This design comes from an exercise in tuning for small area on the open sky130 flow, not from production work. The RTL of this run was laid out without a check of its function. Power is estimated from default activity; no workload was simulated.

`design.v`:
```
module vb_sense (
    input  wire         clk,
    input  wire         rst,           
    input  wire         enable,        
    input  wire         tick,          
    input  wire [5:0]   s_ls,          
    input  wire         s_hs,          
    input  wire         hs_en,         
    input  wire [95:0]  sense_fs,      
    input  wire [95:0]  i_oc,          
    input  wire [15:0]  hs_fs,         
    input  wire [15:0]  bank_oc,       
    output reg  [48:0]  f_code,        
    output reg  [5:0]   oc_fault,      
    output reg          bank_oc_fault, 
    output reg          meas_valid,    
    output reg  [101:0] meas_x         
);
    function [6:0] hi_thr;
        input [15:0] fs;
        input [15:0] i;
        reg   [16:0] rem;
        reg   [4:0]  q;
        integer      k;
        begin
            if (i >= fs) begin
                hi_thr = 7'd64;
            end else begin
                rem = {1'b0, i};
                q   = 5'd0;
                for (k = 4; k >= 0; k = k - 1) begin
                    rem = {rem[15:0], 1'b0};
                    if (rem >= {1'b0, fs}) begin
                        rem  = rem - {1'b0, fs};
                        q[k] = 1'b1;
                    end
                end
                hi_thr = 7'd32 + {2'b00, q} + ((rem != 17'd0) ? 7'd1 : 7'd0);
            end
        end
    endfunction
    function [6:0] sinc2;
        input [14:0] h;    
        integer      j;
        reg   [6:0]  acc;
        reg   [6:0]  w;
        begin
            acc = 7'd0;
            for (j = 0; j < 15; j = j + 1)
            begin
                w = (j < 8) ? j[6:0] + 7'd1 : 7'd15 - j[6:0];
                if (h[j]) acc = acc + w;
            end
            sinc2 = acc;
        end
    endfunction
    wire       run  = enable & tick;
    wire [6:0] bits = {s_hs, s_ls};
    reg  [13:0] hist [0:6];            
    reg  [6:0]  thr  [0:6];
    reg  [6:0]  prev_hit;
    wire [14:0] hist_nx [0:6];
    wire [6:0]  f_nx    [0:6];
    wire [6:0]  hit;
    genvar c;
    generate
        for (c = 0; c < 7; c = c + 1) begin : g_fast
            assign hist_nx[c] = {hist[c][13:0], bits[c]};
            assign f_nx[c]    = sinc2(hist_nx[c]);
            assign hit[c]     = (f_nx[c] >= thr[c]);
        end
    endgenerate
    reg  [15:0] cfg_fs [0:6];
    reg  [15:0] cfg_i  [0:6];
    integer n;
    always @(posedge clk) begin
        for (n = 0; n < 6; n = n + 1) begin
            cfg_fs[n] <= sense_fs[16*n +: 16];
            cfg_i[n]  <= i_oc[16*n +: 16];
        end
        cfg_fs[6] <= hs_fs;
        cfg_i[6]  <= bank_oc;
        for (n = 0; n < 7; n = n + 1)
            thr[n] <= hi_thr(cfg_fs[n], cfg_i[n]);
    end
    always @(posedge clk) begin
        if (rst || !enable) begin
            for (n = 0; n < 7; n = n + 1) hist[n] <= 14'd0;
            f_code        <= 49'd0;
            prev_hit      <= 7'd0;
            oc_fault      <= 6'd0;
            bank_oc_fault <= 1'b0;
        end else if (tick) begin
            for (n = 0; n < 7; n = n + 1) begin
                hist[n]            <= hist_nx[n][13:0];
                f_code[7*n +: 7]   <= f_nx[n];
            end
            prev_hit <= hit;
            oc_fault <= oc_fault | (hit[5:0] & prev_hit[5:0]);
            if (hs_en && hit[6] && prev_hit[6]) bank_oc_fault <= 1'b1;
        end
    end
    reg  [5:0]  dcnt;                  
    reg  [18:0] i1 [0:5];
    reg  [18:0] i2 [0:5];
    reg  [18:0] i3 [0:5];
    reg  [18:0] d1 [0:5];              
    reg  [18:0] d2 [0:5];
    reg  [18:0] d3 [0:5];
    reg  [18:0] y_q [0:5];
    reg  [15:0] fs_q [0:5];
    reg         y_valid;
    wire        dec = (dcnt == 6'd63);
    wire [18:0] i1_nx [0:5];
    wire [18:0] i2_nx [0:5];
    wire [18:0] i3_nx [0:5];
    wire [18:0] c1 [0:5];
    wire [18:0] c2 [0:5];
    wire [18:0] c3 [0:5];
    generate
        for (c = 0; c < 6; c = c + 1) begin : g_meas
            assign i1_nx[c] = i1[c] + {18'd0, bits[c]};
            assign i2_nx[c] = i2[c] + i1_nx[c];
            assign i3_nx[c] = i3[c] + i2_nx[c];
            assign c1[c]    = i3_nx[c] - d1[c];
            assign c2[c]    = c1[c] - d2[c];
            assign c3[c]    = c2[c] - d3[c];
        end
    endgenerate
    always @(posedge clk) begin
        if (rst || !enable) begin
            dcnt <= 6'd0;
            for (n = 0; n < 6; n = n + 1) begin
                i1[n] <= 19'd0; i2[n] <= 19'd0; i3[n] <= 19'd0;
                d1[n] <= 19'd0; d2[n] <= 19'd0; d3[n] <= 19'd0;
            end
        end else if (tick) begin
            dcnt <= dcnt + 6'd1;
            for (n = 0; n < 6; n = n + 1) begin
                i1[n] <= i1_nx[n];
                i2[n] <= i2_nx[n];
                i3[n] <= i3_nx[n];
                if (dec) begin
                    d1[n] <= i3_nx[n];
                    d2[n] <= c1[n];
                    d3[n] <= c2[n];
                end
            end
        end
    end
    always @(posedge clk) begin
        if (rst) begin
            y_valid <= 1'b0;
        end else begin
            y_valid <= run & dec;
        end
        if (run & dec) begin
            for (n = 0; n < 6; n = n + 1) begin
                y_q[n]  <= c3[n];
                fs_q[n] <= sense_fs[16*n +: 16];
            end
        end
    end
    wire signed [35:0] prod [0:5];
    wire signed [35:0] prod_adj [0:5];
    generate
        for (c = 0; c < 6; c = c + 1) begin : g_conv
            assign prod[c] = ($signed({1'b0, y_q[c]}) - $signed(36'd131072))
                             * $signed({1'b0, fs_q[c]});
            assign prod_adj[c] = prod[c] + (prod[c][35] ? 36'sd131071 : 36'sd0);
        end
    endgenerate
    always @(posedge clk) begin
        if (rst) begin
            meas_valid <= 1'b0;
            meas_x     <= 102'd0;
        end else begin
            meas_valid <= y_valid;
            if (y_valid)
                for (n = 0; n < 6; n = n + 1)
                    meas_x[17*n +: 17] <= prod_adj[n][33:17];
        end
    end
endmodule
```
`run.sh`:
```
#!/bin/bash
# synth_recipe.tcl (not shown) runs the flow's synth.tcl, then flattens the netlist and writes it again
# the make line also repeats each setting of config.mk as NAME=value (left out here)
make -C /OpenROAD-flow-scripts/flow DESIGN_CONFIG=/design/flow/config.mk WORK_HOME=/design/flow/orfs CLKGATE_MAP_FILE= SYNTH_SCRIPT=/design/flow/synth_recipe.tcl finish
```
`config.mk`:
```
export PLATFORM = sky130hd
export DESIGN_NAME = vb_sense
export DESIGN_NICKNAME = vb_sense
export VERILOG_FILES = /design/flow/design.v
export SDC_FILE = /design/flow/constraint.sdc
export NUM_CORES = 4
export LEC_CHECK = 0
export CAP_MARGIN = 20
export CORE_MARGIN = 2
export CORE_UTILIZATION = 40
export PLACE_DENSITY = 0.6
export SLEW_MARGIN = 20
```
`constraint.sdc`:
```
create_clock -name core_clock -period 15.0 [get_ports {clk}]
set_input_delay 3.0000 -clock core_clock [delete_from_list [all_inputs] [get_ports {clk}]]
set_output_delay 3.0000 -clock core_clock [all_outputs]
set_load 0.01 [all_outputs]
```
==> notes.md <==
critical path: cells and delay by family, from the launching register on:
family                   cells  cell delay [ps]
AO/OA/AOI/OAI               25             6100
adder cells (fa/ha/maj)      6             2060
buffers and inverters        5             1180
flip-flops                   1              310
multiplexers                 3             1180
AND/OR/NAND/NOR             14             3200
registers in the layout, summed over array words and instances, names as in the netlist, 49 cells and up:
register	count
i1	114
hist	98
y_q	114
cfg_i	112
d1	114
i3	114
d2	114
i2	114
f_code	49
meas_x	102
cfg_fs	112
thr	49
fs_q	96
d3	114
report_power, final:
part / internal [mW] / switching [mW]
Clock: 2.88 / 2.04
Combinational: 8.06 / 10.0
Sequential: 4.15 / 0.150
final cells by class:
type	count	area, µm²
repair buffers	725	6500
diodes	5	12.5
flip-flops and latches	1438	30900
clock inverters	97	1100
multi-input cells	17000	144000
clock buffers	265	5620
fillers	46500	263000
well taps	6223	7790
inverters	3218	12100
kinds of logic after synthesis:
family / count (synthesis)
AOI/OAI and AO/OA: 3862
xor gates and xnor gates: 1664
adders and majority gates: 3932
buffers and inverters: 3965
DFF: 1438
muxes: 631
and+or+nand+nor: 6948
worst paths after layout:
path	endpoint	start	slack [ps]
setup / recovery	thr[5][6]$_SDFF_PP1_	cfg_fs[5][14]$_DFF_P_	810
hold / removal	d2[5][5]$_SDFFE_PP0P_	d2[5][5]$_SDFFE_PP0P_	450
setup reg to reg	thr[5][6]$_SDFF_PP1_	cfg_fs[5][14]$_DFF_P_	810
hold reg to reg	d2[5][5]$_SDFFE_PP0P_	d2[5][5]$_SDFFE_PP0P_	450
through the flow:
stage | std cells | power, mW | util [%] | setup WS [ps]
global placement | 28600 | 22.1 | 42.6 | 568
detailed placement | 28600 | 22.1 | 42.6 | 426
global route | 29000 | 29.8 | 44.1 | -34.6
finish | 29000 | 27.3 | 44.1 | 815
CTS | 29000 | 27.3 | 44.0 | 376
floorplan | 22400 | 17.5 | - | 412
routing by layer:
metal	vias up	share of wire (%)
li1	74200	-
met1	71700	47
met2	2452	46
met3	490	4.4
met4	4	2.2
met5	-	0.0069
what timing repair did:
action	4_1_cts	5_1_grt
gates resized for setup	0	65
setup endpoints to repair	0	44
setup buffers	0	12
cell usage in the layout (no fill, tap or decap), drive strengths merged, types with 95 or more instances in the layout:
cell,instances
inv,3239
nand2,2581
ha,1995
fa,1933
nor2,1604
a21oi,1230
dfxtp,1228
xnor2,1035
and2,796
o21ai,742
xor2,599
a21o,464
mux2i,430
clkdlybuf4s50,392
nand3,361
nor3,334
buf,333
nor2b,274
nand2b,270
clkbuf,265
a211oi,232
edfxtp,210
mux2,201
o21a,178
and3,174
nand4,158
a21boi,145
o21bai,124
or3,104
o211ai,95
==> metrics.md <==
| Metric | Value |
|---|---|
| Share of the clock period used by the worst path | 94.6% |
| Largest net degree at the start of global routing | 183 |
| First-pass GRT wire length | 798,000 µm |
| Proportion of layout cells with a drive suffix above 1 | 5.03% |
| Post-route design area | 208,000 µm² |
| GR met2 Demand/Resource | 33.9% |
| Number of different library cells in the post-synthesis netlist | 140 |
| Data required, critical path | 15,770 ps |
| Die Wd | 692 µm |
| Worst Max-Slew Pin Slew | 1250 ps |
| Most frequent cells after synthesis | sky130_fd_sc_hd__inv_1 (3,213), sky130_fd_sc_hd__nand2_1 (2,579), sky130_fd_sc_hd__ha_1 (1,995), sky130_fd_sc_hd__fa_1 (1,933), sky130_fd_sc_hd__nor2_1 (1,602) |
| Leftover overflow at the end of global routing | 0 |
| Met1 Resource Use GR | 28.0% |
| Yosys warns | 13 |
| HPWL Detailed | 387,000 µm |
| Power density of the placed cells | 132 nW/µm² |
| Vias | 149,000 |
| Highest-utilization routing layer at the global route stage | met2 |
| Combinational family with the most area after synthesis | adder cells |
| Synthesis-stage register bit count | 1,438 |
| Number of slew-limit violations in the final report | 0 |
| Setup-failing EPs final | 0 |
| Average cell area after synthesis | 8.43 µm² |
| Area of placed instances | 200,000 µm² |
| Compound-cell area share of the yosys netlist | 13.3% |
| Latest clock arrival within the worst-skew pair | 960 ps |
| DRT antenna net count | 0 |
| Run status | complete, no violations |
| CP max-delay cell | sky130_fd_sc_hd__o31a_2 |
| Full die area | 478,000 µm² |
| Critical path capture point type | flop |
| Worst reg-to-reg path cell count | 53 |
| Hold Vio Cnt, Final | 0 |
| Maximum clock skew at final layout | 67.3 ps |
| Core region area | 471,000 µm² |
| Count of pins on the block boundary | 395 |
| Worst slew slack as a fraction of its limit | 16.5% |
| PortBufs | 394 |
| Starting DRC count in detailed routing | 8,086 |
| CTS Buffer Depth | 4 |
| TritonRoute pass-1 iters | 6 |
| DR WL/cell | 17.0 µm |
| CTS tree | built |
| Die Y-Extent | 692 µm |
| Via density per instance | 5.13 |
| WHS | 451 ps |
| Setup TNS | 0 ps |
| Type of origin of the critical path | flop |
| Total routing resource utilization after global routing | 20.3% |
| Number of nets in the layout | 26,800 |
| Worst hold stages | 2 |
| Leading area contributor after synthesis | sky130_fd_sc_hd__fa_1 |
| Initial Utilization | 40.2% |
| Number of enable-type register cells in the synthesized netlist | 210 |
| Crit path arrival time | 14,950 ps |
| Overall routed net length | 492,000 µm |
| Top fanout value on the critical path | 17 |
| Most instantiated flip-flop cell in the synthesis netlist | sky130_fd_sc_hd__dfxtp_1 |
| Highest achievable clock rate | 0.0705 GHz |
| Most instantiated library cell after synthesis | sky130_fd_sc_hd__inv_1 |
| Row Count | 252 |
| XOR/XNOR Fraction of Synth Area | 8.08% |
| Clock transition time at the flip-flop clock pins of the worst setup and hold paths | 60 ps |
| Time the final worst path needs with I/O delays and setup | 14,190 ps |
| Ranking of synthesized cells by area | sky130_fd_sc_hd__fa_1 (20%), sky130_fd_sc_hd__ha_1 (13%), sky130_fd_sc_hd__dfxtp_1 (13%) |
| Number of buffers created by CTS | 196 |
| Ys async rst share | 0% |
| CTS H-tree lvls | 4 |
| Adder and majority gate portion of the synthesized area | 33.7% |
| Vias in the first global route | 148,000 |
| Quantity of hold-fixing buffers added after cts | 0 |
| Reported max-cap violation count | 0 |
| Residual DRC | 0 |
| Synthesized instance count | 22,400 |
| Mapped Area | 189,000 µm² |
| Maximum VDD drop | 0.000244 V |
| Clock tree root buffer cell | sky130_fd_sc_hd__clkbuf_16 |
| Path type of the worst setup path | reg2reg |
| Final RePlAce weighted congestion | 0.905 |
| Mux contribution to synthesized area | 3.51% |
| Post-Syn Nets | 26,600 |
| Slowest stage delay, CP | 470 ps |
| Clock Sinks | 1,438 |
| Syn-to-layout area delta | 9.78% |
| Worst Hold Class | reg2reg |
| Initial antenna violation count | 35 |
| Met3 track demand over resource in global routing | 2.49% |
| Proportion of synthesized chip area in sequential cells | 16.3% |
| Area share of the largest cell type after synthesis | 20.5% |
| Synth Area in Simple Gates | 17.2% |
| Lkg Pwr | 93.3 nW |

re-timing with driven ports:
The flow's constraints put no driver on any port. The routed layout listed below was extracted and timed again, unchanged, in two steps. Step 1 sets driving cells, clkbuf_16 on the clock port and buf_2 on the other inputs (assumed; they add their load-dependent delay and slew). Step 2 moves the port delays by t, midway between the first and last clock arrival at a register: inputs arrive t later, outputs are due t later. That takes back most of the time a late clock gives input paths. Slacks: ideal / step 1 / step 2; pairs: ideal / step 1.
shift t [ns]: 1.044
setup WS [ns]: 0.815 / 0.815 / 0.815
worst setup path at the end: register to register
worst register clock-pin slew, ns: 0.09 / 0.09
worst data-port slew with drivers (ns): 0.21
After both steps this run still meets setup and hold. For this run, drivers alone change the setup slack by 0.000 ns; drivers and shift together by 0.000 ns.
